Context: an optimization exercise on an open-source flow, tuned for small area. The choices shown serve that exercise and are no tape-out recipe.
Where RTL was checked, it was by simulation tests only, not by an equivalence proof against the original.
No functional check of the RTL was part of runs 2 and 3.
Power and IR drop assume default switching activity.

`flow/config.mk`:
```
export PLATFORM = sky130hd
export DESIGN_NAME = chk_unit
export DESIGN_NICKNAME = chk_unit
export VERILOG_FILES = /design/flow/design.v
export SDC_FILE = /design/flow/constraint.sdc
export NUM_CORES = 4
export LEC_CHECK = 0
export CAP_MARGIN = 20
export CORE_MARGIN = 2
export CORE_UTILIZATION = 40
export SLEW_MARGIN = 20
```
`flow/constraint.sdc`:
```
create_clock -name core_clock -period 12.0 [get_ports {clk}]
set_input_delay 2.4000 -clock core_clock [delete_from_list [all_inputs] [get_ports {clk}]]
set_output_delay 2.4000 -clock core_clock [all_outputs]
set_load 0.01 [all_outputs]
```
`flow/design.v`:
```
module chk_unit (
    input  wire        clk,
    input  wire        rst,
    input  wire        f_valid,
    input  wire        f_sof,
    input  wire        f_eof,
    input  wire [2:0]  f_ctx,
    input  wire [7:0]  f_data,
    output reg         v_valid,
    output reg  [2:0]  v_ctx,
    output reg  [1:0]  v_res,
    output reg         v_cfg,
    input  wire        reg_we,
    input  wire        reg_re,
    input  wire [2:0]  reg_ctx,
    input  wire [3:0]  reg_addr,
    input  wire [31:0] reg_wdata,
    output wire [31:0] reg_rdata
);
    localparam NCTX = 8;
    localparam A_CFG   = 4'd0;
    localparam A_COV   = 4'd1;
    localparam A_FLD   = 4'd2;
    localparam A_CONST = 4'd3;
    localparam A_STAT  = 4'd6;
    localparam A_PASS  = 4'd7;
    localparam A_FAIL  = 4'd8;
    localparam A_ALIVE = 4'd9;
    localparam A_LOST  = 4'd10;
    localparam A_CAUSE = 4'd11;
    localparam R_PASS     = 2'd0;
    localparam R_MISMATCH = 2'd1;
    localparam R_REPEAT   = 2'd2;
    localparam R_GAP      = 2'd3;
    function [7:0] crc8_byte(input [7:0] c, input [7:0] b);
        integer i;
        reg [7:0] r;
        begin
            r = c;
            for (i = 7; i >= 0; i = i - 1)
                r = {r[6:0], 1'b0} ^ ((r[7] ^ b[i]) ? 8'h1D : 8'h00);
            crc8_byte = r;
        end
    endfunction
    function [15:0] crc16_byte(input [15:0] c, input [7:0] b);
        integer i;
        reg [15:0] r;
        begin
            r = c;
            for (i = 7; i >= 0; i = i - 1)
                r = {r[14:0], 1'b0} ^ ((r[15] ^ b[i]) ? 16'h1021 : 16'h0000);
            crc16_byte = r;
        end
    endfunction
    function [31:0] crc32r_byte(input [31:0] c, input [7:0] b, input [31:0] poly_r);
        integer i;
        reg [31:0] r;
        begin
            r = c;
            for (i = 0; i < 8; i = i + 1)
                r = {1'b0, r[31:1]} ^ ((r[0] ^ b[i]) ? poly_r : 32'h0);
            crc32r_byte = r;
        end
    endfunction
    reg        s_valid;
    reg        s_sof;
    reg        s_eof;
    reg [7:0]  s_data;
    reg [2:0]  s_ctx;        
    reg [7:0]  s_oh;         
    always @(posedge clk) begin
        s_valid <= f_valid && !rst;
        s_sof   <= f_sof;
        s_eof   <= f_eof;
        s_data  <= f_data;
        if (f_valid && f_sof) begin
            s_ctx <= f_ctx;
            s_oh  <= 8'd1 << f_ctx;
        end
    end
    wire [NCTX-1:0]    cfg_en;
    wire [NCTX-1:0]    cfg_mode;
    wire [NCTX-1:0]    cfg_exp_src;
    wire [NCTX-1:0]    cfg_alive_en;
    wire [NCTX*2-1:0]  cfg_alive_w;
    wire [NCTX*2-1:0]  cfg_poly;
    wire [NCTX*16-1:0] cfg_max_gap;
    wire [NCTX*12-1:0] cov_len;
    wire [NCTX*11-1:0] cov_off;
    wire [NCTX*11-1:0] alive_off;
    wire [NCTX*11-1:0] chk_off;
    wire [NCTX*32-1:0] exp_const;
    wire [NCTX-1:0]    st_held;
    wire [NCTX*2-1:0]  st_result;
    wire [NCTX*16-1:0] st_last;
    wire [NCTX*32-1:0] cnt_pass;
    wire [NCTX*16-1:0] cnt_mismatch;
    wire [NCTX*8-1:0]  cnt_short;
    wire [NCTX*8-1:0]  cnt_cfg;
    wire [NCTX*16-1:0] cnt_repeat;
    wire [NCTX*16-1:0] cnt_gap;
    wire [NCTX*32-1:0] cnt_lost;
    wire [NCTX*4-1:0]  cause;
    reg        a_lw;         
    reg [15:0] a_word;       
    reg [NCTX-1:0] oh;
    always @(posedge clk) begin
        a_lw   <= reg_we && (reg_addr == A_CFG || reg_addr == A_COV || reg_addr == A_FLD);
        a_word <= 16'd1 << reg_addr;
        oh     <= !(f_valid && !rst) ? 8'd1 << reg_ctx :
                  f_sof ? 8'd1 << f_ctx : s_oh;
    end
    wire [NCTX-1:0] woh = 8'd1 << reg_ctx;       
    reg        m_en, m_mode, m_exp_src, m_alive_en, m_held;
    reg [1:0]  m_alive_w, m_poly, m_result;
    reg [15:0] m_max_gap, m_last;
    reg [11:0] m_cov_len;
    reg [10:0] m_cov_off, m_alive_off, m_chk_off;
    reg [31:0] m_const;
    reg [31:0] m_pass, m_lost;
    reg [15:0] m_mismatch, m_repeat, m_gap;
    reg [7:0]  m_short, m_cfg;
    reg [3:0]  m_cause;
    integer j;
    always @(*) begin
        m_en = 0; m_mode = 0; m_exp_src = 0; m_alive_en = 0; m_held = 0;
        m_alive_w = 0; m_poly = 0; m_result = 0; m_max_gap = 0; m_last = 0;
        m_cov_len = 0; m_cov_off = 0; m_alive_off = 0; m_chk_off = 0; m_const = 0;
        m_pass = 0; m_lost = 0; m_mismatch = 0; m_repeat = 0; m_gap = 0;
        m_short = 0; m_cfg = 0; m_cause = 0;
        for (j = 0; j < NCTX; j = j + 1) begin
            m_en        = m_en        | (oh[j] & cfg_en[j]);
            m_mode      = m_mode      | (oh[j] & cfg_mode[j]);
            m_exp_src   = m_exp_src   | (oh[j] & cfg_exp_src[j]);
            m_alive_en  = m_alive_en  | (oh[j] & cfg_alive_en[j]);
            m_held      = m_held      | (oh[j] & st_held[j]);
            m_alive_w   = m_alive_w   | ({2{oh[j]}}  & cfg_alive_w[j*2 +: 2]);
            m_poly      = m_poly      | ({2{oh[j]}}  & cfg_poly[j*2 +: 2]);
            m_result    = m_result    | ({2{oh[j]}}  & st_result[j*2 +: 2]);
            m_max_gap   = m_max_gap   | ({16{oh[j]}} & cfg_max_gap[j*16 +: 16]);
            m_last      = m_last      | ({16{oh[j]}} & st_last[j*16 +: 16]);
            m_cov_len   = m_cov_len   | ({12{oh[j]}} & cov_len[j*12 +: 12]);
            m_cov_off   = m_cov_off   | ({11{oh[j]}} & cov_off[j*11 +: 11]);
            m_alive_off = m_alive_off | ({11{oh[j]}} & alive_off[j*11 +: 11]);
            m_chk_off   = m_chk_off   | ({11{oh[j]}} & chk_off[j*11 +: 11]);
            m_const     = m_const     | ({32{oh[j]}} & exp_const[j*32 +: 32]);
            m_pass      = m_pass      | ({32{oh[j]}} & cnt_pass[j*32 +: 32]);
            m_lost      = m_lost      | ({32{oh[j]}} & cnt_lost[j*32 +: 32]);
            m_mismatch  = m_mismatch  | ({16{oh[j]}} & cnt_mismatch[j*16 +: 16]);
            m_repeat    = m_repeat    | ({16{oh[j]}} & cnt_repeat[j*16 +: 16]);
            m_gap       = m_gap       | ({16{oh[j]}} & cnt_gap[j*16 +: 16]);
            m_short     = m_short     | ({8{oh[j]}}  & cnt_short[j*8 +: 8]);
            m_cfg       = m_cfg       | ({8{oh[j]}}  & cnt_cfg[j*8 +: 8]);
            m_cause     = m_cause     | ({4{oh[j]}}  & cause[j*4 +: 4]);
        end
    end
    wire wr_cfg = reg_we && (reg_addr == A_CFG);
    wire wr_cov = reg_we && (reg_addr == A_COV);
    wire wr_fld = reg_we && (reg_addr == A_FLD);
    wire [11:0] len_eff = (m_cov_len == 12'd0)   ? 12'd1 :
                          (m_cov_len > 12'd2048) ? 12'd2048 : m_cov_len;
    wire [12:0] cov_lo  = {2'b00, m_cov_off};
    wire [12:0] cov_hi  = cov_lo + {1'b0, len_eff};             
    wire [12:0] chk_lo  = {2'b00, m_chk_off};
    wire [12:0] chk_hi  = chk_lo + ((m_poly == 2'd0) ? 13'd1 :
                                    (m_poly == 2'd1) ? 13'd2 : 13'd4);
    wire [12:0] alv_lo  = {2'b00, m_alive_off};
    wire [12:0] alv_hi  = alv_lo + ((m_alive_w == 2'd2) ? 13'd2 : 13'd1);
    wire overlap = !m_exp_src && (chk_lo < cov_hi) && (cov_lo < chk_hi);
    reg [11:0] pos_r;        
    reg [31:0] crc_r;        
    reg [31:0] chk_r;
    reg [15:0] alive_r;
    reg        in_cov_r, in_chk_r, in_alv_r;    
    wire [11:0] bpos = s_sof ? 12'd0 : pos_r;
    wire [12:0] blen = {1'b0, bpos} + 13'd1;    
    wire in_cov = s_sof ? (m_cov_off == 11'd0)   : in_cov_r;
    wire in_chk = s_sof ? (m_chk_off == 11'd0)   : in_chk_r;
    wire in_alv = s_sof ? (m_alive_off == 11'd0) : in_alv_r;
    wire sh_cov = blen < cov_hi;
    wire sh_chk = blen < chk_hi;
    wire sh_alv = blen < alv_hi;
    wire [31:0] crc_cur  = s_sof ? 32'hFFFFFFFF : crc_r;
    wire [31:0] crc32_u  = crc32r_byte(crc_cur, s_data, 32'hEDB88320);
    wire [31:0] crc32c_u = crc32r_byte(crc_cur, s_data, 32'h82F63B78);
    wire [31:0] crc_upd  = (m_poly == 2'd0) ? {crc32_u[31:8], crc8_byte(crc_cur[7:0], s_data)} :
                           (m_poly == 2'd1) ? {crc32_u[31:16], crc16_byte(crc_cur[15:0], s_data)} :
                           (m_poly == 2'd2) ? crc32_u : crc32c_u;
    wire [31:0] crc_nxt  = in_cov ? crc_upd : crc_cur;
    wire [31:0] chk_nxt  = in_chk ? {chk_r[23:0], s_data} : chk_r;
    wire [15:0] alive_nxt = in_alv ? {alive_r[7:0], s_data} : alive_r;
    always @(posedge clk) begin
        if (s_valid) begin
            pos_r    <= blen[11:0];
            in_cov_r <= (blen >= cov_lo) && sh_cov;
            in_chk_r <= (blen >= chk_lo) && sh_chk;
            in_alv_r <= (blen >= alv_lo) && sh_alv;
            crc_r    <= crc_nxt;
            chk_r   <= chk_nxt;
            alive_r <= alive_nxt;
        end
    end
    wire vd = s_valid && s_eof;
    wire [31:0] crc_fin = (m_poly == 2'd0) ? (crc_nxt ^ 32'h000000FF) :
                          (m_poly == 2'd1) ? crc_nxt : ~crc_nxt;
    wire [31:0] exp_val = m_exp_src ? m_const : chk_nxt;
    wire [31:0] crc_dif = crc_fin ^ exp_val;
    wire crc_ok = (crc_dif[7:0] == 8'h0) &&
                  ((m_poly == 2'd0) || (crc_dif[15:8] == 8'h0)) &&
                  (!m_poly[1] || (crc_dif[31:16] == 16'h0));
    wire v_drop  = !m_en || m_mode || overlap;
    wire v_short = sh_cov || (!m_exp_src && sh_chk) || (m_alive_en && sh_alv);
    wire [15:0] a_mask = (m_alive_w == 2'd0) ? 16'h000F :
                         (m_alive_w == 2'd2) ? 16'hFFFF : 16'h00FF;
    wire [15:0] a_val  = alive_nxt & a_mask;
    wire [15:0] a_dm1  = (a_val + ~m_last) & a_mask;         
    wire        a_zero = (a_dm1 == a_mask);                  
    wire [15:0] a_mg   = (m_max_gap == 16'd0)  ? 16'd1 :
                         (m_max_gap > a_mask)  ? a_mask : m_max_gap;
    wire o_cfg   = v_drop;
    wire o_short = !v_drop && v_short;
    wire o_mis   = !v_drop && !v_short && !crc_ok;
    wire o_good  = !v_drop && !v_short && crc_ok;
    wire o_plain = o_good && !m_alive_en;
    wire o_first = o_good && m_alive_en && !m_held;
    wire o_alive = o_good && m_alive_en && m_held;
    wire o_rep   = o_alive && a_zero;
    wire o_step  = o_alive && !a_zero && (a_dm1 < a_mg);
    wire o_gap   = o_alive && !a_zero && !(a_dm1 < a_mg);
    wire o_pass  = o_plain || o_first || o_step;
    wire [1:0] v_code = o_pass ? R_PASS : o_rep ? R_REPEAT : o_gap ? R_GAP : R_MISMATCH;
    always @(posedge clk) begin
        v_valid <= vd && !rst;
        v_ctx   <= s_ctx;
        v_cfg   <= v_drop;
        v_res   <= v_code;
    end
    wire [31:0] lost_add = m_lost + {16'h0, a_dm1};
    assign reg_rdata =
        ({32{a_word[A_CFG]}}   & {m_en, m_mode, m_exp_src, m_alive_en, m_alive_w, m_poly,
                                  8'h0, m_max_gap}) |
        ({32{a_word[A_COV]}}   & {4'h0, m_cov_len, 5'h0, m_cov_off}) |
        ({32{a_word[A_FLD]}}   & {5'h0, m_alive_off, 5'h0, m_chk_off}) |
        ({32{a_word[A_CONST]}} & m_const) |
        ({32{a_word[A_STAT]}}  & {m_held, 13'h0, m_result, m_last}) |
        ({32{a_word[A_PASS]}}  & m_pass) |
        ({32{a_word[A_FAIL]}}  & {m_mismatch, m_short, m_cfg}) |
        ({32{a_word[A_ALIVE]}} & {m_repeat, m_gap}) |
        ({32{a_word[A_LOST]}}  & m_lost) |
        ({32{a_word[A_CAUSE]}} & {28'h0, m_cause});
    wire [31:0] pass_inc     = m_pass + 32'd1;
    wire [15:0] mismatch_inc = m_mismatch + 16'd1;
    wire [7:0]  short_inc    = m_short + 8'd1;
    wire [7:0]  cfg_inc      = m_cfg + 8'd1;
    wire [15:0] repeat_inc   = m_repeat + 16'd1;
    wire [15:0] gap_inc      = m_gap + 16'd1;
    wire wr_const = reg_we && (reg_addr == A_CONST);
    wire wr_cause = reg_we && (reg_addr == A_CAUSE);
    wire [3:0] cause_set = {vd && o_cfg || !s_valid && a_lw && overlap, vd && o_gap,
                            vd && o_rep, vd && (o_short || o_mis)};
    genvar g;
    generate
        for (g = 0; g < NCTX; g = g + 1) begin : g_ctx
            reg        r_en, r_mode, r_exp_src, r_alive_en, r_held;
            reg [1:0]  r_alive_w, r_poly, r_result;
            reg [15:0] r_max_gap, r_last;
            reg [11:0] r_cov_len;
            reg [10:0] r_cov_off, r_alive_off, r_chk_off;
            reg [31:0] r_const, r_pass, r_lost;
            reg [15:0] r_mismatch, r_repeat, r_gap;
            reg [7:0]  r_short, r_cfg;
            reg [3:0]  r_cause;
            assign cfg_en[g]               = r_en;
            assign cfg_mode[g]             = r_mode;
            assign cfg_exp_src[g]          = r_exp_src;
            assign cfg_alive_en[g]         = r_alive_en;
            assign cfg_alive_w[g*2 +: 2]   = r_alive_w;
            assign cfg_poly[g*2 +: 2]      = r_poly;
            assign cfg_max_gap[g*16 +: 16] = r_max_gap;
            assign cov_len[g*12 +: 12]     = r_cov_len;
            assign cov_off[g*11 +: 11]     = r_cov_off;
            assign alive_off[g*11 +: 11]   = r_alive_off;
            assign chk_off[g*11 +: 11]     = r_chk_off;
            assign exp_const[g*32 +: 32]   = r_const;
            assign st_held[g]              = r_held;
            assign st_result[g*2 +: 2]     = r_result;
            assign st_last[g*16 +: 16]     = r_last;
            assign cnt_pass[g*32 +: 32]    = r_pass;
            assign cnt_mismatch[g*16 +: 16] = r_mismatch;
            assign cnt_short[g*8 +: 8]     = r_short;
            assign cnt_cfg[g*8 +: 8]       = r_cfg;
            assign cnt_repeat[g*16 +: 16]  = r_repeat;
            assign cnt_gap[g*16 +: 16]     = r_gap;
            assign cnt_lost[g*32 +: 32]    = r_lost;
            assign cause[g*4 +: 4]         = r_cause;
            wire e_cfg   = woh[g] && wr_cfg;
            wire e_cov   = woh[g] && wr_cov;
            wire e_fld   = woh[g] && wr_fld;
            wire e_const = woh[g] && wr_const;
            wire e_held  = (woh[g] && wr_cfg) || (oh[g] && vd && o_first);
            wire e_res   = oh[g] && vd && !o_cfg;
            wire e_last  = oh[g] && vd && (o_first || o_step || o_gap);
            wire e_pass  = oh[g] && vd && o_pass;
            wire e_mis   = oh[g] && vd && o_mis;
            wire e_short = oh[g] && vd && o_short;
            wire e_cfgc  = oh[g] && vd && o_cfg;
            wire e_rep   = oh[g] && vd && o_rep;
            wire e_gap   = oh[g] && vd && o_gap;
            wire e_lost  = oh[g] && vd && o_step;
            always @(posedge clk) begin
                if (rst || e_cfg) begin
                    r_en       <= rst ? 1'b0  : reg_wdata[31];
                    r_mode     <= rst ? 1'b0  : reg_wdata[30];
                    r_exp_src  <= rst ? 1'b0  : reg_wdata[29];
                    r_alive_en <= rst ? 1'b0  : reg_wdata[28];
                    r_alive_w  <= rst ? 2'd1  : reg_wdata[27:26];
                    r_poly     <= rst ? 2'd1  : reg_wdata[25:24];
                    r_max_gap  <= rst ? 16'd1 : reg_wdata[15:0];
                end
                if (rst || e_cov) begin
                    r_cov_len <= rst ? 12'd1 : reg_wdata[27:16];
                    r_cov_off <= rst ? 11'd0 : reg_wdata[10:0];
                end
                if (rst || e_fld) begin
                    r_alive_off <= rst ? 11'd0 : reg_wdata[26:16];
                    r_chk_off   <= rst ? 11'd0 : reg_wdata[10:0];
                end
                if (rst || e_const) r_const    <= rst ? 32'd0 : reg_wdata;
                r_cause <= rst ? 4'd0 : (r_cause | ({4{oh[g]}} & cause_set)) &
                                        ~({4{woh[g] && wr_cause}} & reg_wdata[3:0]);
                if (rst || e_held)  r_held     <= rst ? 1'b0  : !wr_cfg;
                if (rst || e_res)   r_result   <= rst ? 2'd0  : v_code;
                if (rst || e_last)  r_last     <= rst ? 16'd0 : a_val;
                if (rst || e_pass)  r_pass     <= rst ? 32'd0 : pass_inc;
                if (rst || e_mis)   r_mismatch <= rst ? 16'd0 : mismatch_inc;
                if (rst || e_short) r_short    <= rst ? 8'd0  : short_inc;
                if (rst || e_cfgc)  r_cfg      <= rst ? 8'd0  : cfg_inc;
                if (rst || e_rep)   r_repeat   <= rst ? 16'd0 : repeat_inc;
                if (rst || e_gap)   r_gap      <= rst ? 16'd0 : gap_inc;
                if (rst || e_lost)  r_lost     <= rst ? 32'd0 : lost_add;
            end
        end
    endgenerate
endmodule
```
`flow/run.sh`:
```
#!/bin/bash
# synth_recipe.tcl (not shown) runs the flow's synth.tcl, then flattens the netlist and writes it again
# the make line also repeats each setting of config.mk as NAME=value (left out here)
make -C /OpenROAD-flow-scripts/flow DESIGN_CONFIG=/design/flow/config.mk WORK_HOME=/design/flow/orfs CLKGATE_MAP_FILE= SYNTH_SCRIPT=/design/flow/synth_recipe.tcl finish
```
==> results of run 1 <==
## per-stage QoR
| stage | setup WS (ps) | cell area [um^2] | util, % | power [mW] | hold slack (ps) |
|---|---|---|---|---|---|
| after floorplan | 3580 | 91300 | - | 12.1 | 323 |
| final | 2260 | 103000 | 45.4 | 20.3 | 345 |
| after global placement | 2480 | 96000 | 42.3 | 13.6 | 330 |
| after detailed placement | 2480 | 96100 | 42.3 | 13.7 | 331 |
| after CTS | 2390 | 103000 | 45.4 | 20.3 | 345 |
| after global routing | 1660 | 103000 | 45.4 | 21.0 | 347 |
## metal layers
metal	up-vias	part of all wire, %
met5	-	0.011
met4	4	5.7
met3	602	9.3
met2	3281	45
met1	30000	40
li1	24900	-
## registers in the layout, indices dropped and copies added, names as in the netlist, 10 cells and up
register and flops:
g_ctx.r_alive_off 88, g_ctx.r_result 16, pos_r 12, g_ctx.r_alive_w 16
g_ctx.r_short 64, g_ctx.r_gap 128, g_ctx.r_cfg 64, g_ctx.r_cause 32
crc_r 32, g_ctx.r_lost 256, g_ctx.r_poly 16, g_ctx.r_last 128
g_ctx.r_cov_len 96, alive_r 16, chk_r 32, g_ctx.r_cov_off 88
g_ctx.r_mismatch 128, g_ctx.r_chk_off 88, a_word 10, g_ctx.r_const 256
g_ctx.r_max_gap 128, g_ctx.r_repeat 128, g_ctx.r_pass 256
## path summary, 6_finish.rpt
path	slack, ps	cells after the start	to
worst max register to register	2260	30	g_ctx[7].r_pass[26]$_DFFE_PP_
worst min-delay path	350	0	v_ctx[1]$_DFF_P_
worst min register to register	350	0	v_ctx[1]$_DFF_P_
worst max-delay path	2260	30	g_ctx[7].r_pass[26]$_DFFE_PP_
## power groups by stage
| stage | Sequential, mW | Clock [mW] | Combinational [mW] |
|---|---|---|---|
| floorplan | 9.77 | 0 | 2.35 |
| global placement | 9.84 | 0 | 3.74 |
| detailed placement | 9.88 | 0 | 3.80 |
| CTS | 9.73 | 6.73 | 3.82 |
| global route | 9.80 | 7.01 | 4.15 |
| finish | 9.73 | 6.66 | 3.90 |
## Yosys cell counts (18+ instances only)
cell,count
or3_1,54
and3_1,42
nand2b_1,33
mux2_2,37
and2_1,22
a21oi_1,167
mux2i_1,48
o211ai_1,18
xnor2_1,200
o21ai_0,140
nand2_1,108
xnor3_1,22
nand3_1,70
a211oi_1,40
a21o_1,60
clkbuf_1,198
o21a_1,21
a41oi_1,19
ha_1,162
nand4_1,267
and4_1,26
a222oi_1,21
inv_1,95
nor2_1,323
xor2_1,60
o21bai_1,24
nor4_1,18
edfxtp_1,2090
a221oi_1,21
buf_2,88
dfxtp_1,69
nor3_1,66
buf_1,94
a22oi_1,1070
nor2b_1,88
## critical path, delay by kind of cell, from the launching register on
| family | cells | cell delay (ps) |
|---|---|---|
| compound gates | 12 | 4410 |
| simple gates | 10 | 2030 |
| fa+ha+maj | 3 | 760 |
| flops | 1 | 740 |
| buf+inv | 3 | 650 |
| mux | 1 | 380 |
| xor+xnor | 1 | 150 |
## cells by family (layout without fill, tap and decap cells)
logic type / count (synthesis) / in the layout / share of synthesized area, %
flip-flops: 2159 / 2159 / 70.3
AO/OA/AOI/OAI: 1740 / 1740 / 13.7
AND/OR/NAND/NOR: 1183 / 1183 / 7.02
buffers and inverters: 486 / 754 / 2.18
XOR/XNOR: 296 / 296 / 3.36
adder cells (fa/ha/maj): 171 / 171 / 2.37
multiplexers: 91 / 91 / 1.07
other: 0 / 18 / 0
## cell type report
class | count | area [um^2]
Fill cell | 19700 | 124000
Sequential cell | 2159 | 64200
Multi-Input combinational cell | 3481 | 25500
Clock buffer | 269 | 5570
Tap cell | 3009 | 3760
Timing Repair Buffer | 258 | 2280
Clock inverter | 131 | 1410
Inverter | 96 | 360
Antenna cell | 18 | 45.0
==> out/results.ini, run 1 <==
[status]
outcome=no timing/DRC/antenna violations

[routing]
via_count=58800
drt_drc_violations_left=0
routedWlPerCell_um=31.3
routed_via_density=6.25
drt_wl_total_um=295000
first_pass_iters=6
ant_nets=0
drtIter0Drc=7905

[clocking]
cts_root_buffer=clkbuf_16
htreeDepth=4
cts_resized=0
clock_path_buffers=3
clk_latency_ps=930
cts_made_buffers=213
cts.sink_count=2159
postCtsSetupBuffers=0
clk_pin_slew_ps=60
holdBufCountCts=0
cts_tree=yes

[sta]
worst_slew_pin_slew_ps=1290
setup_violations=0
maxSlewHeadroom_pct=14.3
layout_worst_path_cycle_share_pct=81.1
period_needed_ps=9740
fin_skew_ps=98.3
drv_slew=0
rsz0062_at_grt=false
finalSetupTns_ps=0
hold_viol_final=0
max_freq_ghz=0.103

[logic_synthesis]
synth_warnings=1
ys.flop_type=edfxtp_1
synth-edff-count=2090
synth_fp_nets=6350
syn_inst=6126
avgSynthCellArea_um2=14.9
synth_area_um2=91300
async_flop_share_pct=0
yosysTopAreaCellShare_pct=68.7
seq_area_frac_synth_pct=70.3
ys_ff_latch=2159
yosys.cell_types.count=102
synth.area.top_cells=edfxtp_1 (69%), a22oi_1 (8.8%), ha_1 (2.2%)
yosysTopAreaCell=edfxtp_1

[worst_setup_path]
worst_setup_path_start_kind=flip-flop
crit_arrival_ps=10200
crit_path_max_incr_delay_ps=950
crit_top_cell=a21oi_1
worstSetupStartpoint=oh[3]$_DFF_P_
worst_ep_required_time_ps=12470
crit_fanout=37
crit_type=reg2reg
timing.rr.start=oh[3]$_DFF_P_
crit_path_end_kind=flip-flop
slowest_stage=a21o_2

[final_layout]
fin_nets=6433
drive_gt1_share_pct=10.3
layout.cells.non_filler=9421
layout_commonest_cell=edfxtp_1
most-common-layout-cells=edfxtp_1 (2090), a22oi_1 (1070), nor2_1 (291)
syn2layout_area_growth_pct=13.0

[power_and_ir_drop]
p_leak_nw=34.4
p_clk_share_pct=32.8
power.switching_mw=5.95
powerDensity_nw_per_um2=197
internal_power_mw=14.3
ir_drop_mv=0.135
swShare_pct=29.3
p_seq_share_pct=48.0
combPwrFrac_pct=19.2

[die]
die-width_um=482
fp.coreArea_um2=227000
die_h_um=482
ios=96
rows=175
dieArea_um2=232000
start_util_pct=40.2

[grt]
overflow=0
met3_usage_pct=4.35
grt_usage_pct=24.8
grt_pass1_vias=55600
grt_util_met2_pct=37.1
grt_util_met1_pct=34.6
grt_max_degree=132
top_usage_layer=met2
grt_pass1_wl_um=416000
antenna_found_initial=25

[flow_run]
maxCapViolations=0

[place]
dp_hpwl_um=183000
finalWeightedCongestion=0.907
io_buffers=94
dp_cells=9002

[min_path]
min_from=s_ctx[1]$_DFFE_PP_
hold_path_class=reg2reg

==> run 2: changes to the inputs <==
--- a/flow/design.v
+++ b/flow/design.v
@@ -62,21 +62,29 @@
             crc32r_byte = r;
         end
     endfunction
+    function [15:0] inc16(input [15:0] a);
+        integer i;
+        reg c;
+        begin
+            c = 1'b1;
+            for (i = 0; i < 16; i = i + 1) begin
+                inc16[i] = a[i] ^ c;
+                c = c & a[i];
+            end
+        end
+    endfunction
     reg        s_valid;
     reg        s_sof;
     reg        s_eof;
     reg [7:0]  s_data;
     reg [2:0]  s_ctx;        
-    reg [7:0]  s_oh;         
     always @(posedge clk) begin
         s_valid <= f_valid && !rst;
         s_sof   <= f_sof;
         s_eof   <= f_eof;
         s_data  <= f_data;
-        if (f_valid && f_sof) begin
+        if (f_valid && f_sof)
             s_ctx <= f_ctx;
-            s_oh  <= 8'd1 << f_ctx;
-        end
     end
     wire [NCTX-1:0]    cfg_en;
     wire [NCTX-1:0]    cfg_mode;
@@ -102,13 +110,13 @@
     wire [NCTX*32-1:0] cnt_lost;
     wire [NCTX*4-1:0]  cause;
     reg        a_lw;         
-    reg [15:0] a_word;       
+    reg [3:0]  a_addr;       
     reg [NCTX-1:0] oh;
     always @(posedge clk) begin
         a_lw   <= reg_we && (reg_addr == A_CFG || reg_addr == A_COV || reg_addr == A_FLD);
-        a_word <= 16'd1 << reg_addr;
+        a_addr <= reg_addr;
         oh     <= !(f_valid && !rst) ? 8'd1 << reg_ctx :
-                  f_sof ? 8'd1 << f_ctx : s_oh;
+                  8'd1 << (f_sof ? f_ctx : s_ctx);
     end
     wire [NCTX-1:0] woh = 8'd1 << reg_ctx;       
     reg        m_en, m_mode, m_exp_src, m_alive_en, m_held;
@@ -173,7 +181,8 @@
     reg [15:0] alive_r;
     reg        in_cov_r, in_chk_r, in_alv_r;    
     wire [11:0] bpos = s_sof ? 12'd0 : pos_r;
-    wire [12:0] blen = {1'b0, bpos} + 13'd1;    
+    wire [15:0] blen_i = inc16({4'h0, bpos});
+    wire [12:0] blen = blen_i[12:0];            
     wire in_cov = s_sof ? (m_cov_off == 11'd0)   : in_cov_r;
     wire in_chk = s_sof ? (m_chk_off == 11'd0)   : in_chk_r;
     wire in_alv = s_sof ? (m_alive_off == 11'd0) : in_alv_r;
@@ -215,8 +224,9 @@
     wire [15:0] a_val  = alive_nxt & a_mask;
     wire [15:0] a_dm1  = (a_val + ~m_last) & a_mask;         
     wire        a_zero = (a_dm1 == a_mask);                  
-    wire [15:0] a_mg   = (m_max_gap == 16'd0)  ? 16'd1 :
-                         (m_max_gap > a_mask)  ? a_mask : m_max_gap;
+    wire        mg_big = (m_alive_w == 2'd0) ? (m_max_gap[15:4] != 12'h0) :
+                         (m_alive_w == 2'd2) ? 1'b0 : (m_max_gap[15:8] != 8'h0);
+    wire [15:0] a_mg   = (m_max_gap == 16'd0) ? 16'd1 : mg_big ? a_mask : m_max_gap;
     wire o_cfg   = v_drop;
     wire o_short = !v_drop && v_short;
     wire o_mis   = !v_drop && !v_short && !crc_ok;
@@ -236,6 +246,7 @@
         v_res   <= v_code;
     end
     wire [31:0] lost_add = m_lost + {16'h0, a_dm1};
+    wire [15:0] a_word = 16'd1 << a_addr;
     assign reg_rdata =
         ({32{a_word[A_CFG]}}   & {m_en, m_mode, m_exp_src, m_alive_en, m_alive_w, m_poly,
                                   8'h0, m_max_gap}) |
@@ -249,11 +260,13 @@
         ({32{a_word[A_LOST]}}  & m_lost) |
         ({32{a_word[A_CAUSE]}} & {28'h0, m_cause});
     wire [31:0] pass_inc     = m_pass + 32'd1;
-    wire [15:0] mismatch_inc = m_mismatch + 16'd1;
-    wire [7:0]  short_inc    = m_short + 8'd1;
-    wire [7:0]  cfg_inc      = m_cfg + 8'd1;
-    wire [15:0] repeat_inc   = m_repeat + 16'd1;
-    wire [15:0] gap_inc      = m_gap + 16'd1;
+    wire [15:0] mismatch_inc = inc16(m_mismatch);
+    wire [15:0] short_i      = inc16({8'h0, m_short});
+    wire [15:0] cfg_i        = inc16({8'h0, m_cfg});
+    wire [7:0]  short_inc    = short_i[7:0];
+    wire [7:0]  cfg_inc      = cfg_i[7:0];
+    wire [15:0] repeat_inc   = inc16(m_repeat);
+    wire [15:0] gap_inc      = inc16(m_gap);
     wire wr_const = reg_we && (reg_addr == A_CONST);
     wire wr_cause = reg_we && (reg_addr == A_CAUSE);
     wire [3:0] cause_set = {vd && o_cfg || !s_valid && a_lw && overlap, vd && o_gap,
==> flow/flow/run.sh (new file) <==
#!/bin/bash
# Own layout flow: the standard flow (standard synthesis, floorplan, power
# grid, placement, routing) with two changes:
#  - the clock tree is built from clkbuf_8 cells driving clusters of at most
#    18 flip-flops, without the dummy loads CTS adds to balance its levels;
#  - the input and output ports are buffered with buf_2 cells.
# Each tool's full output stays in the ORFS logs under orfs/logs; the make
# run's own output goes to standard.log in this folder.
set -euo pipefail
export CTS_ARGS="-sink_clustering_enable -repair_clock_nets -sink_clustering_size 18 -sink_clustering_max_diameter 50 -buf_list sky130_fd_sc_hd__clkbuf_8 -dont_use_dummy_load"
export BUFFER_PORTS_ARGS="-buffer_cell sky130_fd_sc_hd__buf_2"
bash standard.sh finish > standard.log 2>&1
==> flow/standard.sh (new file) <==
#!/bin/bash
# synth_recipe.tcl (not shown) runs the flow's synth.tcl, then flattens the netlist and writes it again
# the make line also repeats each setting of config.mk as NAME=value (left out here)
make -C /OpenROAD-flow-scripts/flow DESIGN_CONFIG=/design/flow/config.mk WORK_HOME=/design/flow/orfs CLKGATE_MAP_FILE= SYNTH_SCRIPT=/design/flow/synth_recipe.tcl "${@:-finish}"
--- a/flow/config.mk
+++ b/flow/config.mk
@@ -7,5 +7,5 @@
 export LEC_CHECK = 0
 export CAP_MARGIN = 20
 export CORE_MARGIN = 2
-export CORE_UTILIZATION = 40
+export CORE_UTILIZATION = 55
 export SLEW_MARGIN = 20
removed: flow/run.sh
==> out/results.ini, run 2 <==
[sta]
drv_slew=0  ; unchanged
rsz0062_at_grt=false  ; unchanged
setup_violations=0  ; unchanged
setup_slack_ps=2830  ; was 2260 ps
layout_worst_path_cycle_share_pct=76.4  ; was 81.1%
maxSlewHeadroom_pct=16.8  ; was 14.3%
max_freq_ghz=0.109  ; was 0.103 GHz
worst_slew_pin_slew_ps=1250  ; was 1290 ps
hold_viol_final=0  ; unchanged
finalSetupTns_ps=0  ; unchanged
period_needed_ps=9170  ; was 9740 ps
fin_skew_ps=104  ; was 98.3 ps

[final_layout]
layout_commonest_cell=edfxtp_1  ; unchanged
drive_gt1_share_pct=10.9  ; was 10.3%
reg_top3=g_ctx.r_const (256), g_ctx.r_lost (256), g_ctx.r_pass (256)  ; unchanged
fin_nets=6445  ; was 6433
most-common-layout-cells=edfxtp_1 (2082), a22oi_1 (1069), nor2_1 (267)  ; was edfxtp_1 (2090), a22oi_1 (1070), nor2_1 (291)
layout.cells.non_filler=8368  ; was 9421
syn2layout_area_growth_pct=7.06  ; was 13.0%

[clocking]
clk_latency_ps=1010  ; was 930 ps
cts_tree=yes  ; unchanged
htreeDepth=4  ; unchanged
cts_made_buffers=181  ; was 213
cts_resized=0  ; unchanged
clk_pin_slew_ps=100  ; was 60 ps
postCtsSetupBuffers=0  ; unchanged
clock_path_buffers=3  ; unchanged
cts_root_buffer=clkbuf_8  ; was clkbuf_16
cts.sink_count=2145  ; was 2159
holdBufCountCts=0  ; unchanged

[worst_setup_path]
worst_setup_path_start_kind=flip-flop  ; unchanged
crit_arrival_ps=9770  ; was 10200 ps
crit_path_end_kind=flip-flop  ; unchanged
crit_top_cell=a21o_1  ; was a21oi_1
slowest_stage=dfxtp_4  ; was a21o_2
crit_type=reg2reg  ; unchanged
crit_path_max_incr_delay_ps=940  ; was 950 ps
worst_ep_required_time_ps=12590  ; was 12470 ps
crit_fanout=48  ; was 37

[logic_synthesis]
yosysTopAreaCell=edfxtp_1  ; unchanged
synth_area_um2=91100  ; was 91300 um^2
yosysMostFrequentCell=edfxtp_1  ; unchanged
synth_warnings=1  ; unchanged
yosysTopAreaCellShare_pct=68.6  ; was 68.7%
avgSynthCellArea_um2=15.0  ; was 14.9 um^2
seq_area_frac_synth_pct=70.0  ; was 70.3%
async_flop_share_pct=0  ; unchanged
synth.area.top_cells=edfxtp_1 (69%), a22oi_1 (8.8%), ha_1 (2.9%)  ; was edfxtp_1 (69%), a22oi_1 (8.8%), ha_1 (2.2%)
synth_fp_nets=6350  ; unchanged
yosys.cell_types.count=92  ; was 102
syn_inst=6077  ; was 6126
ys_ff_latch=2145  ; was 2159
ys.flop_type=edfxtp_1  ; unchanged
synth-edff-count=2082  ; was 2090
synthTopCellsByCount=edfxtp_1 (2082), a22oi_1 (1069), nor2_1 (312)  ; was edfxtp_1 (2090), a22oi_1 (1070), nor2_1 (323)

[place]
dp_cells=8176  ; was 9002
place_ws_ps=3040  ; was 2480 ps
finalWeightedCongestion=0.929  ; was 0.907
dp_hpwl_um=182000  ; was 183000 um
io_buffers=94  ; unchanged

[die]
dieArea_um2=169000  ; was 232000 um^2
fp.coreArea_um2=165000  ; was 227000 um^2
rows=149  ; was 175
start_util_pct=55.3  ; was 40.2%
die-width_um=411  ; was 482 um
ios=96  ; unchanged
die_h_um=411  ; was 482 um

[grt]
grt_usage_pct=33.9  ; was 24.8%
grt_pass1_wl_um=407000  ; was 416000 um
grt_max_degree=93  ; was 132
overflow=0  ; unchanged
grt_pass1_vias=54900  ; was 55600
antenna_found_initial=16  ; was 25

[routing]
ant_nets=0  ; unchanged
via_count=58000  ; was 58800
drt_drc_violations_left=0  ; unchanged
first_pass_iters=6  ; unchanged
routedWlPerCell_um=34.6  ; was 31.3 um
drt_wl_total_um=289000  ; was 295000 um
drtIter0Drc=7542  ; was 7905
routed_via_density=6.93  ; was 6.25

[power_and_ir_drop]
powerDensity_nw_per_um2=168  ; was 197 nW/um^2
ir_drop_mv=0.139  ; was 0.135 mV
p_leak_nw=32.6  ; was 34.4 nW

[status]
outcome=no timing/DRC/antenna violations  ; unchanged

[min_path]
hold_path_class=reg2reg  ; unchanged

[flow_run]
maxCapViolations=0  ; unchanged

-- run 2: kinds of logic (layout without fill, tap and decap cells) --
family | count (synthesis) | count (layout) | synth area share, %
and+or+nand+nor | 1171 | 1171 | 6.88
buffers and inverters | 484 | 577 | 2.20
adders and majority gates | 216 | 216 | 3.02
xor gates and xnor gates | 278 | 278 | 3.37
muxes | 89 | 89 | 1.05
other | 0 | 9 | 0
DFF | 2145 | 2145 | 70.0
AOI/OAI and AO/OA | 1694 | 1694 | 13.5
-- run 2: stage by stage --
stage / hold slack, ps / power, mW / util, % / cell area [um^2]
6_report: 410 / 16.4 / 59.2 / 97500
5_1_grt: 427 / 16.9 / 59.2 / 97500
4_1_cts: 419 / 16.4 / 59.1 / 97400
3_5_place_dp: 389 / 12.9 / 57.6 / 94900
3_3_place_gp: 392 / 12.8 / 57.5 / 94800
2_1_floorplan: 344 / 11.5 / - / 91100
-- run 2: final timing paths --
| kind | depth (start not counted) | to | start | slack (ps) |
|---|---|---|---|---|
| max reg2reg | 29 | g_ctx[3].r_pass[30]$_DFFE_PP_ | oh[6]$_DFF_P_ | 2830 |
| max | 29 | g_ctx[3].r_pass[30]$_DFFE_PP_ | oh[6]$_DFF_P_ | 2830 |
| min reg2reg | 0 | v_ctx[2]$_DFF_P_ | s_ctx[2]$_DFFE_PP_ | 410 |
| min | 0 | v_ctx[2]$_DFF_P_ | s_ctx[2]$_DFFE_PP_ | 410 |
-- run 2: per-layer routing --
metal  global-route usage [%]  wire length [um]  vias to the layer above
met3                     8.20             31800                      547
met2                     50.4            129000                     3246
met4                     13.2             11800                       10
met5                        0                64                        -
li1                         -                 -                    24500
met1                     48.5            117000                    29700
-- run 2: critical path: cells and delay by family (launching register included) --
kind            cells  cell delay [ps]
fa+ha+maj           3              990
xor+xnor            1              160
simple gates        5             1060
mux                 1              420
buf+inv             4             1400
flops               1              940
compound gates     15             3660
-- run 2: where the power goes --
group / internal, mW / switching [mW]
Clock: 1.34 / 2.26
Sequential: 9.22 / 0.241
Combinational: 1.02 / 2.30
-- run 2: final cells by class --
| type | count | area [um^2] |
|---|---|---|
| Tap cell | 2189 | 2740 |
| Clock buffer | 181 | 2490 |
| Sequential cell | 2145 | 63800 |
| Timing Repair Buffer | 278 | 1990 |
| Antenna cell | 9 | 22.5 |
| Fill cell | 12800 | 67300 |
| Inverter | 118 | 443 |
| Multi-Input combinational cell | 3448 | 26000 |
==> run 3: changes to the inputs <==
==> flow/config.mk (replaced) <==
export PLATFORM = sky130hd
export DESIGN_NAME = chk_unit
export DESIGN_NICKNAME = chk_unit
export VERILOG_FILES = /design/flow/design.v
export SDC_FILE = /design/flow/constraint.sdc
export NUM_CORES = 4
export LEC_CHECK = 0
export CAP_MARGIN = 10
export CORE_MARGIN = 2
export CORE_UTILIZATION = 65
export PLACE_DENSITY = 0.72
export SLEW_MARGIN = 10
==> out/results.ini, run 3 <==
[routing]
ant_nets=0  ; unchanged
drt_wl_total_um=277000  ; was 289000 um
drt_drc_violations_left=0  ; unchanged
routed_via_density=7.30  ; was 6.93
routedWlPerCell_um=34.4  ; was 34.6 um
via_count=58800  ; was 58000
first_pass_iters=9  ; was 6
drtIter0Drc=9049  ; was 7542

[clocking]
clk_latency_ps=960  ; was 1010 ps
cts_tree=yes  ; unchanged
clk_pin_slew_ps=100  ; about the same
holdBufCountCts=0  ; unchanged
cts_root_buffer=clkbuf_8  ; unchanged
postCtsSetupBuffers=0  ; unchanged
htreeDepth=4  ; unchanged
clock_path_buffers=3  ; unchanged
cts.sink_count=2145  ; unchanged
cts_resized=0  ; unchanged
cts_made_buffers=171  ; was 181

[flow_run]
maxCapViolations=0  ; unchanged

[worst_setup_path]
worstRegToRegCells=20  ; was 29
worstSetupStartpoint=oh[4]$_DFF_P_  ; was oh[6]$_DFF_P_
crit_end=g_ctx[7].r_pass[30]$_DFFE_PP_  ; was g_ctx[3].r_pass[30]$_DFFE_PP_
crit_fanout=50  ; was 48
crit_path_end_kind=flip-flop  ; unchanged
worst_setup_path_start_kind=flip-flop  ; unchanged
crit_arrival_ps=10070  ; was 9770 ps
worstReg2RegEnd=g_ctx[7].r_pass[30]$_DFFE_PP_  ; was g_ctx[3].r_pass[30]$_DFFE_PP_
timing.rr.start=oh[4]$_DFF_P_  ; was oh[6]$_DFF_P_
crit_type=reg2reg  ; unchanged
worst_ep_required_time_ps=12640  ; was 12590 ps
reg2reg_slack_ps=2560  ; was 2830 ps

[sta]
rsz0062_at_grt=false  ; unchanged
setup_slack_ps=2560  ; was 2830 ps
layout_worst_path_cycle_share_pct=78.6  ; was 76.4%
hold_viol_final=0  ; unchanged
maxSlewHeadroom_pct=12.2  ; was 16.8%
drv_slew=0  ; unchanged
max_freq_ghz=0.106  ; was 0.109 GHz
setup_violations=0  ; unchanged
period_needed_ps=9440  ; was 9170 ps
fin_skew_ps=110  ; was 104 ps
worst_slew_pin_slew_ps=1320  ; was 1250 ps
finalSetupTns_ps=0  ; unchanged

[logic_synthesis]
yosysTopAreaCellShare_pct=68.6  ; unchanged
synth-edff-count=2082  ; unchanged
async_flop_share_pct=0  ; unchanged
seq_area_frac_synth_pct=70.0  ; unchanged
synth.area.top_cells=edfxtp_1 (69%), a22oi_1 (8.8%), ha_1 (2.9%)  ; unchanged
avgSynthCellArea_um2=15.0  ; unchanged
synthTopCellsByCount=edfxtp_1 (2082), a22oi_1 (1069), nor2_1 (312)  ; unchanged
yosysMostFrequentCell=edfxtp_1  ; unchanged
synth_warnings=1  ; unchanged
ys_ff_latch=2145  ; unchanged
ys.flop_type=edfxtp_1  ; unchanged
syn_inst=6077  ; unchanged
yosysTopAreaCell=edfxtp_1  ; unchanged
synth_fp_nets=6350  ; unchanged
synth_area_um2=91100  ; unchanged
yosys.cell_types.count=92  ; unchanged

[power_and_ir_drop]
internal_power_mw=11.5  ; was 11.6 mW
p_seq_share_pct=58.3  ; was 57.7%
combPwrFrac_pct=20.3  ; about the same
powerDensity_nw_per_um2=168  ; about the same
ir_drop_mv=0.114  ; was 0.139 mV
swShare_pct=29.1  ; was 29.3%
p_total_mw=16.2  ; was 16.4 mW
power.switching_mw=4.72  ; was 4.81 mW
p_leak_nw=32.5  ; was 32.6 nW
p_clk_share_pct=21.4  ; was 22.0%

[die]
die_h_um=378  ; was 411 um
die-width_um=378  ; was 411 um
rows=137  ; was 149
dieArea_um2=143000  ; was 169000 um^2
start_util_pct=65.4  ; was 55.3%
ios=96  ; unchanged
fp.coreArea_um2=139000  ; was 165000 um^2

[grt]
overflow=0  ; unchanged
grt_pass1_vias=55300  ; was 54900
antenna_found_initial=16  ; unchanged
grt_max_degree=98  ; was 93
grt_usage_pct=38.6  ; was 33.9%
grt_pass1_wl_um=391000  ; was 407000 um

[place]
io_buffers=94  ; unchanged
finalWeightedCongestion=0.974  ; was 0.929
place_ws_ps=3000  ; was 3040 ps
dp_hpwl_um=175000  ; was 182000 um

[status]
outcome=no timing/DRC/antenna violations  ; unchanged

[min_path]
hold_path_class=reg2reg  ; unchanged

[final_layout]
fin_nets=6433  ; was 6445
layout_commonest_cell=edfxtp_1  ; unchanged
most-common-layout-cells=edfxtp_1 (2082), a22oi_1 (1069), nor2_1 (275)  ; was edfxtp_1 (2082), a22oi_1 (1069), nor2_1 (267)
reg_top3=g_ctx.r_const (256), g_ctx.r_lost (256), g_ctx.r_pass (256)  ; unchanged
syn2layout_area_growth_pct=6.24  ; was 7.06%
drive_gt1_share_pct=10.6  ; was 10.9%

==> run 3: cell counts after synthesis <==
Identical to the previous run, type by type.
==> run 3: metrics by stage <==
stage | cell area, um^2 | hold WS [ps] | utilization [%] | cells
global placement | 94400 | 352 | 67.7 | 7863
detailed placement | 94400 | 374 | 67.7 | 7863
CTS | 96700 | 389 | 69.4 | 8034
floorplan | 91100 | 344 | - | 6077
finish | 96800 | 387 | 69.5 | 8045
global route | 96800 | 400 | 69.4 | 8035
==> run 3: power groups by stage <==
stage	sequential, mW	combinational, mW	clock [mW]
2_1_floorplan	9.54	2.00	0
3_3_place_gp	9.59	3.12	0
3_5_place_dp	9.63	3.18	0
4_1_cts	9.46	3.20	3.47
5_1_grt	9.54	3.48	3.71
6_report	9.47	3.29	3.47
==> run 3: worst max-delay path, cell delays in order (launching register included) <==
cell	delay [ps]
dfxtp_4	910
buf_4	630
a22oi_1	170
and4_1	320
nand2_1	790
inv_1	640
ha_1	480
a21oi_1	60
nor2_1	170
nand3_1	200
nor4_1	510
and3_1	270
fa_1	390
o21ai_0	140
o21ai_0	130
o21ai_0	400
o211a_1	540
and2_1	250
o2111ai_2	550
o21ai_4	1120
buf_4	350
==> run 3: area by class of cell <==
class	count	area (um^2)
Antenna cell	11	27.5
Clock buffer	171	2350
Fill cell	9377	42600
Inverter	118	443
Multi-Input combinational cell	3448	25900
Sequential cell	2145	63800
Tap cell	1876	2350
Timing Repair Buffer	276	1910
==> run 3: worst min-delay path by stage <==
stage,from,endpoint,slack [ps],depth (start not counted)
after floorplan,s_ctx[2]$_DFFE_PP_,v_ctx[2]$_DFF_P_,340,0
after global placement,s_ctx[2]$_DFFE_PP_,v_ctx[2]$_DFF_P_,350,0
after detailed placement,s_ctx[2]$_DFFE_PP_,v_ctx[2]$_DFF_P_,370,0
after CTS,s_ctx[2]$_DFFE_PP_,v_ctx[2]$_DFF_P_,390,0
after global routing,s_ctx[2]$_DFFE_PP_,v_ctx[2]$_DFF_P_,400,0
final,s_ctx[2]$_DFFE_PP_,v_ctx[2]$_DFF_P_,390,0
==> run 3: kinds of logic after synthesis <==
kind of cell               share of synthesized area (%)
DFF                                                 70.0
muxes                                               1.05
AOI/OAI and AO/OA                                   13.5
and+or+nand+nor                                     6.88
adders and majority gates                           3.02
xor gates and xnor gates                            3.37
buffers and inverters                               2.20
==> run 3: per-layer routing <==
metal  wire, um  part of all wire (%)  GRT usage (%)  up-vias
met3      40300                    15           11.2      724
met5        103                 0.037              0        -
li1           -                     -              -    24500
met2     119000                    43           55.0     4212
met4      15600                   5.6           18.8       16
met1     102000                    37           54.8    29300
==> run 4: changes to the inputs <==
--- a/flow/design.v
+++ b/flow/design.v
@@ -113,7 +113,7 @@
     reg [3:0]  a_addr;       
     reg [NCTX-1:0] oh;
     always @(posedge clk) begin
-        a_lw   <= reg_we && (reg_addr == A_CFG || reg_addr == A_COV || reg_addr == A_FLD);
+        a_lw   <= reg_we && !rst && (reg_addr == A_CFG || reg_addr == A_COV || reg_addr == A_FLD);
         a_addr <= reg_addr;
         oh     <= !(f_valid && !rst) ? 8'd1 << reg_ctx :
                   8'd1 << (f_sof ? f_ctx : s_ctx);
==> out/results.ini, run 4 <==
[final_layout]
multiInputGateArea_um2=25200  ; was 25900 um^2
regArea_um2=63800  ; about the same
fin_util_pct=69.6  ; was 69.5%
design_area_um2=95900  ; was 96800 um^2
layout_commonest_cell=edfxtp_1  ; unchanged
fill_cells=9293  ; was 9377
reg_top3=g_ctx.r_const (256), g_ctx.r_lost (256), g_ctx.r_pass (256)  ; unchanged
fin_nets=6390  ; was 6433
syn2layout_area_growth_pct=5.95  ; was 6.24%
drive_gt1_share_pct=10.2  ; was 10.6%
most-common-layout-cells=edfxtp_1 (2082), a22oi_1 (1080), nor2_1 (271)  ; was edfxtp_1 (2082), a22oi_1 (1069), nor2_1 (275)

[worst_setup_path]
slowest_stage=a21o_1  ; was o21ai_4
worstReg2RegEnd=g_ctx[6].r_gap[12]$_DFFE_PP_  ; was g_ctx[7].r_pass[30]$_DFFE_PP_
crit_path_end_kind=flip-flop  ; unchanged
crit_fanout=49  ; was 50
crit_path_max_incr_delay_ps=850  ; was 1120 ps
reg2reg_slack_ps=2560  ; about the same
worst_ep_required_time_ps=12520  ; was 12640 ps
crit_type=reg2reg  ; unchanged
timing.rr.start=oh[6]$_DFF_P_  ; was oh[4]$_DFF_P_
worst_setup_path_start_kind=flip-flop  ; unchanged
worstRegToRegCells=29  ; was 20
worstSetupStartpoint=oh[6]$_DFF_P_  ; was oh[4]$_DFF_P_
crit_arrival_ps=9960  ; was 10070 ps

[logic_synthesis]
synth.area.top_cells=edfxtp_1 (69%), a22oi_1 (9.0%), ha_1 (2.9%)  ; was edfxtp_1 (69%), a22oi_1 (8.8%), ha_1 (2.9%)
synth_warnings=1  ; unchanged
ys.flop_type=edfxtp_1  ; unchanged
synth_fp_nets=6314  ; was 6350
syn_inst=6041  ; was 6077
ys_ff_latch=2145  ; unchanged
synth-edff-count=2082  ; unchanged
yosysMostFrequentCell=edfxtp_1  ; unchanged
synth_area_um2=90500  ; was 91100 um^2
seq_area_frac_synth_pct=70.5  ; was 70.0%
yosys.cell_types.count=97  ; was 92
yosysTopAreaCell=edfxtp_1  ; unchanged
async_flop_share_pct=0  ; unchanged
synthTopCellsByCount=edfxtp_1 (2082), a22oi_1 (1080), nor2_1 (308)  ; was edfxtp_1 (2082), a22oi_1 (1069), nor2_1 (312)
yosysTopAreaCellShare_pct=69.1  ; was 68.6%
avgSynthCellArea_um2=15.0  ; about the same

[place]
place_ws_ps=2850  ; was 3000 ps
dpl-instance-area_um2=93500  ; was 94400 um^2
dp_hpwl_um=172000  ; was 175000 um
finalWeightedCongestion=0.997  ; was 0.974
io_buffers=94  ; unchanged

[min_path]
min_from=s_ctx[2]$_DFFE_PP_  ; unchanged
min_to=v_ctx[2]$_DFF_P_  ; unchanged
hold_path_class=reg2reg  ; unchanged
holdPathStages=0  ; unchanged

[sta]
maxSlewHeadroom_pct=13.1  ; was 12.2%
max_freq_ghz=0.106  ; about the same
fin_skew_ps=107  ; was 110 ps
finalSetupTns_ps=0  ; unchanged
layout_worst_path_cycle_share_pct=78.7  ; was 78.6%
hold_viol_final=0  ; unchanged
setup_slack_ps=2560  ; about the same
drv_slew=0  ; unchanged
worst_slew_pin_slew_ps=1300  ; was 1320 ps
setup_violations=0  ; unchanged
period_needed_ps=9440  ; about the same
rsz0062_at_grt=false  ; unchanged

[clocking]
clk_latency_ps=950  ; was 960 ps
cts_root_buffer=clkbuf_8  ; unchanged
cts_resized=0  ; unchanged
postCtsSetupBuffers=0  ; unchanged
clk_pin_slew_ps=90  ; was 100 ps
clock_path_buffers=3  ; unchanged
cts.sink_count=2145  ; unchanged
holdBufCountCts=0  ; unchanged
cts_tree=yes  ; unchanged
cts_made_buffers=168  ; was 171
htreeDepth=4  ; unchanged

[die]
ios=96  ; unchanged
start_util_pct=65.7  ; was 65.4%
rows=136  ; was 137
dieArea_um2=142000  ; was 143000 um^2
die-width_um=377  ; was 378 um
die_h_um=377  ; was 378 um
fp.coreArea_um2=138000  ; was 139000 um^2

[grt]
grt_max_degree=132  ; was 98
grt_pass1_wl_um=388000  ; was 391000 um
overflow=0  ; unchanged
grt_pass1_vias=54300  ; was 55300
grt_usage_pct=38.3  ; was 38.6%
antenna_found_initial=20  ; was 16

[routing]
routedWlPerCell_um=34.5  ; was 34.4 um
highest_layer=met5  ; unchanged
ant_nets=0  ; unchanged
drt_drc_violations_left=0  ; unchanged
routed_via_density=7.32  ; was 7.30
drtIter0Drc=8402  ; was 9049
first_pass_iters=5  ; was 9
dr_wl_met2_um=119000  ; about the same
drt_wl_total_um=273000  ; was 277000 um
wirelength_met1_um=103000  ; was 102000 um
wl_met3_um=36800  ; was 40300 um
via_count=58000  ; was 58800

[power_and_ir_drop]
p_leak_nw=31.7  ; was 32.5 nW
powerDensity_nw_per_um2=169  ; was 168 nW/um^2
ir_drop_mv=0.160  ; was 0.114 mV

[status]
outcome=no timing/DRC/antenna violations  ; unchanged

[flow_run]
maxCapViolations=0  ; unchanged

-- run 4: cell count changes in the layout (fill, tap and decap cells not counted), moves of 18 or more --
cell	previous run	this run
a211oi_1	31	49
xnor2_1	167	220
o21ai_0	90	113
nand3_1	60	40
nor3_1	60	78
xnor3_1	35	8
inv_1	115	82
-- run 4: through the flow --
step                      hold slack (ps)  cells  total power [mW]
after floorplan                       344   6041              11.5
after global placement                363   7741              12.7
after detailed placement              358   7741              12.8
after CTS                             369   7909              16.1
after global routing                  393   7912              16.7
final                                 370   7923              16.2
-- run 4: cell type report --
| type | instances | share of cell area (%) |
|---|---|---|
| diodes | 14 | 0.0365 |
| clock buffers | 168 | 2.41 |
| well taps | 1794 | 2.34 |
| flip-flops and latches | 2145 | 66.6 |
| inverters | 85 | 0.333 |
| repair buffers | 285 | 2.06 |
| multi-input cells | 3432 | 26.2 |
-- run 4: report_power, final --
| group | switching, mW | internal [mW] | total [mW] |
|---|---|---|---|
| registers | 0.247 | 9.22 | 9.46 |
| clock network | 2.19 | 1.25 | 3.44 |
| logic | 2.27 | 0.988 | 3.26 |
-- run 4: per-layer routing --
metal  track usage [%]  vias up
li1                  -    24300
met1              55.3    29000
met2              55.1     4071
met3              10.2      635
met4              17.3       18
met5                 0        -
-- run 4: kinds of logic (layout without fill, tap and decap cells) --
| family | Yosys count | in the layout | share of synthesized area, % |
|---|---|---|---|
| AOI/OAI and AO/OA | 1673 | 1673 | 13.3 |
| other | 0 | 14 | 0 |
| DFF | 2145 | 2145 | 70.5 |
| and+or+nand+nor | 1156 | 1156 | 6.83 |
| adders and majority gates | 219 | 219 | 3.08 |
| muxes | 74 | 74 | 0.871 |
| xor gates and xnor gates | 310 | 310 | 3.28 |
| buffers and inverters | 464 | 538 | 2.13 |
-- run 4: worst max path at each step --
stage                                        end  cells past startpoint
floorplan           g_ctx[0].r_pass[0]$_DFFE_PP_                     34
global placement     g_ctx[2].r_gap[1]$_DFFE_PP_                     29
detailed placement   g_ctx[4].r_gap[1]$_DFFE_PP_                     29
CTS                 g_ctx[4].r_gap[12]$_DFFE_PP_                     29
global route         g_ctx[1].r_gap[6]$_DFFE_PP_                     29
finish              g_ctx[6].r_gap[12]$_DFFE_PP_                     29
-- run 4: worst max-delay path, delay by kind of cell (launching register included) --
kind	cells	cell delay (ps)
AO/OA/AOI/OAI	12	3230
XOR/XNOR	1	120
adder cells (fa/ha/maj)	3	1020
buffers and inverters	3	1180
flip-flops	1	660
multiplexers	1	400
AND/OR/NAND/NOR	9	2310
==> run 5: changes to the inputs <==
==> flow/flow/run.sh (replaced) <==
#!/bin/bash
# Own layout flow: the standard flow (standard synthesis, floorplan, power
# grid, placement, routing) with two changes:
#  - the clock tree is built from clkbuf_8 cells driving clusters of at most
#    18 flip-flops, without the dummy loads CTS adds to balance its levels;
#  - the input and output ports are buffered with buf_1 cells.
# Each tool's full output stays in the ORFS logs under orfs/logs; the make
# run's own output goes to standard.log in this folder.
set -euo pipefail
export CTS_ARGS="-sink_clustering_enable -repair_clock_nets -sink_clustering_size 18 -sink_clustering_max_diameter 50 -buf_list sky130_fd_sc_hd__clkbuf_8 -dont_use_dummy_load"
export BUFFER_PORTS_ARGS="-buffer_cell sky130_fd_sc_hd__buf_1"
bash standard.sh finish > standard.log 2>&1
--- a/flow/config.mk
+++ b/flow/config.mk
@@ -7,6 +7,6 @@
 export LEC_CHECK = 0
 export CAP_MARGIN = 10
 export CORE_MARGIN = 2
-export CORE_UTILIZATION = 65
-export PLACE_DENSITY = 0.72
+export CORE_UTILIZATION = 70
+export PLACE_DENSITY = 0.76
 export SLEW_MARGIN = 10
==> out/results.ini, run 5 <==
[die]
ios=96  ; unchanged
dieArea_um2=132000  ; was 142000 um^2
fp.coreArea_um2=128000  ; was 138000 um^2
rows=131  ; was 136
start_util_pct=70.8  ; was 65.7%
die-width_um=364  ; was 377 um
die_h_um=364  ; was 377 um

[place]
finalWeightedCongestion=1.05  ; was 0.997
dp_hpwl_um=171000  ; was 172000 um
place_ws_ps=2990  ; was 2850 ps
io_buffers=94  ; unchanged

[sta]
setup_violations=0  ; unchanged
rsz0062_at_grt=false  ; unchanged
fin_skew_ps=94.4  ; was 107 ps
maxSlewHeadroom_pct=7.05  ; was 13.1%
period_needed_ps=9420  ; was 9440 ps
layout_worst_path_cycle_share_pct=78.5  ; was 78.7%
setup_slack_ps=2580  ; was 2560 ps
hold_viol_final=0  ; unchanged
worst_slew_pin_slew_ps=1390  ; was 1300 ps
fin_hold_ws_ps=385  ; was 370 ps
drv_slew=0  ; unchanged
max_freq_ghz=0.106  ; about the same
finalSetupTns_ps=0  ; unchanged

[logic_synthesis]
ys.flop_type=edfxtp_1  ; unchanged
syn_inst=6041  ; unchanged
avgSynthCellArea_um2=15.0  ; unchanged
synth.area.top_cells=edfxtp_1 (69%), a22oi_1 (9.0%), ha_1 (2.9%)  ; unchanged
async_flop_share_pct=0  ; unchanged
synth_fp_nets=6314  ; unchanged
yosysMostFrequentCell=edfxtp_1  ; unchanged
ys_ff_latch=2145  ; unchanged
yosysTopAreaCellShare_pct=69.1  ; unchanged
synthTopCellsByCount=edfxtp_1 (2082), a22oi_1 (1080), nor2_1 (308)  ; unchanged
synth-edff-count=2082  ; unchanged
synth_warnings=1  ; unchanged
seq_area_frac_synth_pct=70.5  ; unchanged
yosys.cell_types.count=97  ; unchanged
yosysTopAreaCell=edfxtp_1  ; unchanged
synth_area_um2=90500  ; unchanged

[grt]
grt_pass1_wl_um=384000  ; was 388000 um
grt_pass1_vias=55000  ; was 54300
overflow=0  ; unchanged
grt_usage_pct=40.9  ; was 38.3%
grt_max_degree=82  ; was 132
antenna_found_initial=24  ; was 20

[routing]
ant_nets=0  ; unchanged
drt_wl_total_um=270000  ; was 273000 um
drt_drc_violations_left=0  ; unchanged
first_pass_iters=8  ; was 5
routed_via_density=7.51  ; was 7.32
routedWlPerCell_um=34.7  ; was 34.5 um
drtIter0Drc=9774  ; was 8402
via_count=58400  ; was 58000

[power_and_ir_drop]
ir_drop_mv=0.138  ; was 0.160 mV
p_leak_nw=31.4  ; was 31.7 nW
powerDensity_nw_per_um2=170  ; was 169 nW/um^2

[worst_setup_path]
slowest_stage=a21o_1  ; unchanged
crit_fanout=42  ; was 49
crit_path_max_incr_delay_ps=780  ; was 850 ps
crit_type=reg2reg  ; unchanged
crit_arrival_ps=10000  ; was 9960 ps
worst_ep_required_time_ps=12570  ; was 12520 ps
crit_path_end_kind=flip-flop  ; unchanged
worst_setup_path_start_kind=flip-flop  ; unchanged

[clocking]
cts_resized=0  ; unchanged
cts_tree=yes  ; unchanged
cts_made_buffers=169  ; was 168
cts_root_buffer=clkbuf_8  ; unchanged
clk_pin_slew_ps=80  ; was 90 ps
holdBufCountCts=0  ; unchanged
cts.sink_count=2145  ; unchanged
clk_latency_ps=980  ; was 950 ps
htreeDepth=4  ; unchanged
postCtsSetupBuffers=0  ; unchanged
clock_path_buffers=3  ; unchanged

[final_layout]
syn2layout_area_growth_pct=5.52  ; was 5.95%
layout_commonest_cell=edfxtp_1  ; unchanged
drive_gt1_share_pct=8.51  ; was 10.2%
fill_cells=7832  ; was 9293
reg_top3=g_ctx.r_const (256), g_ctx.r_lost (256), g_ctx.r_pass (256)  ; unchanged
fin_nets=6382  ; was 6390
most-common-layout-cells=edfxtp_1 (2082), a22oi_1 (1080), nor2_1 (271)  ; unchanged

[min_path]
hold_path_class=reg2reg  ; unchanged

[status]
outcome=no timing/DRC/antenna violations  ; unchanged

[flow_run]
maxCapViolations=0  ; unchanged

-- run 5: cell counts after synthesis --
Identical to the previous run, type by type.
-- run 5: kinds of logic after synthesis --
family	Yosys count	share of synthesized area (%)
XOR/XNOR	310	3.28
flip-flops	2145	70.5
AND/OR/NAND/NOR	1156	6.83
buffers and inverters	464	2.13
multiplexers	74	0.871
AO/OA/AOI/OAI	1673	13.3
adder cells (fa/ha/maj)	219	3.08
-- run 5: power breakdown --
part	switching [mW]	internal (mW)
Clock	2.18	1.26
Combinational	2.30	0.978
Sequential	0.268	9.22
-- run 5: routing by layer --
| layer | vias to the layer above | part of all wire (%) | GRT usage, % |
|---|---|---|---|
| met4 | 16 | 5.9 | 21.0 |
| met2 | 4520 | 43 | 58.5 |
| met5 | - | 0.043 | 0.109 |
| li1 | 24200 | - | - |
| met3 | 758 | 15 | 12.8 |
| met1 | 28900 | 36 | 57.2 |
-- run 5: path summary, 6_finish.rpt --
check,slack [ps],cells after the start,from,to
hold / removal,390,0,s_ctx[2]$_DFFE_PP_,v_ctx[2]$_DFF_P_
setup / recovery,2580,28,oh[6]$_DFF_P_,g_ctx[0].r_gap[13]$_DFFE_PP_
hold reg to reg,390,0,s_ctx[2]$_DFFE_PP_,v_ctx[2]$_DFF_P_
setup reg to reg,2580,28,oh[6]$_DFF_P_,g_ctx[0].r_gap[13]$_DFFE_PP_
-- run 5: cell type report --
cell class	count	area [um^2]	area share, %
clock buffers	169	2330	2.44
diodes	12	30.0	0.0314
flip-flops and latches	2145	63800	66.8
inverters	85	319	0.334
repair buffers	276	1760	1.84
well taps	1662	2080	2.18
multi-input cells	3432	25200	26.3
-- run 5: worst max-delay path, delay by kind of cell, from the launching register on --
kind | cells | cell delay [ps]
xor+xnor | 1 | 110
flops | 1 | 750
compound gates | 12 | 3400
buf+inv | 3 | 1020
simple gates | 9 | 2540
fa+ha+maj | 2 | 750
mux | 1 | 420
-- run 5: stage by stage --
step | total power [mW] | cells | area [um^2] | utilization, %
after CTS | 16.1 | 7769 | 95400 | 74.7
after detailed placement | 12.8 | 7600 | 93100 | 72.8
after global routing | 16.7 | 7774 | 95500 | 74.7
after global placement | 12.7 | 7600 | 93100 | 72.8
after floorplan | 11.5 | 6041 | 90500 | -
final | 16.2 | 7781 | 95500 | 74.7

==> re-timing with driven ports <==
The results above use ideal ports. As a check the final layouts listed here were re-extracted and re-timed, cells and wires unchanged.
Step 1 assumes that a clkbuf_16 drives the clock port and a buf_2 every other input.
Step 2, shift: input delay + t, output delay - t, t = (earliest + latest rising clock arrival at the registers) / 2. This alone moves slack from input paths to output paths.
a / b / c = no drivers / after step 1 / after step 2; a / b = the first two.
| run | t (ns) | setup WS [ns] | worst hold slack (ns) | slew at the worst register clock pin (ns) | worst slew at a driven data input, ns |
|---|---|---|---|---|---|
| run 1 | 0.963 | 2.264 / 2.264 / 2.264 | 0.345 / 0.345 / 0.345 | 0.07 / 0.07 | 0.18 |
| run 2 | 1.039 | 2.826 / 2.826 / 2.826 | 0.410 / 0.410 / 0.410 | 0.11 / 0.11 | 0.28 |
| run 3 | 0.987 | 2.565 / 2.565 / 2.565 | 0.387 / 0.387 / 0.387 | 0.11 / 0.11 | 0.18 |
| run 4 | 0.976 | 2.560 / 2.560 / 2.560 | 0.370 / 0.370 / 0.370 | 0.11 / 0.11 | 0.27 |
| run 5 | 1.023 | 2.575 / 2.575 / 2.575 | 0.385 / 0.385 / 0.385 | 0.11 / 0.11 | 0.19 |
After both steps every run listed still meets setup and hold.
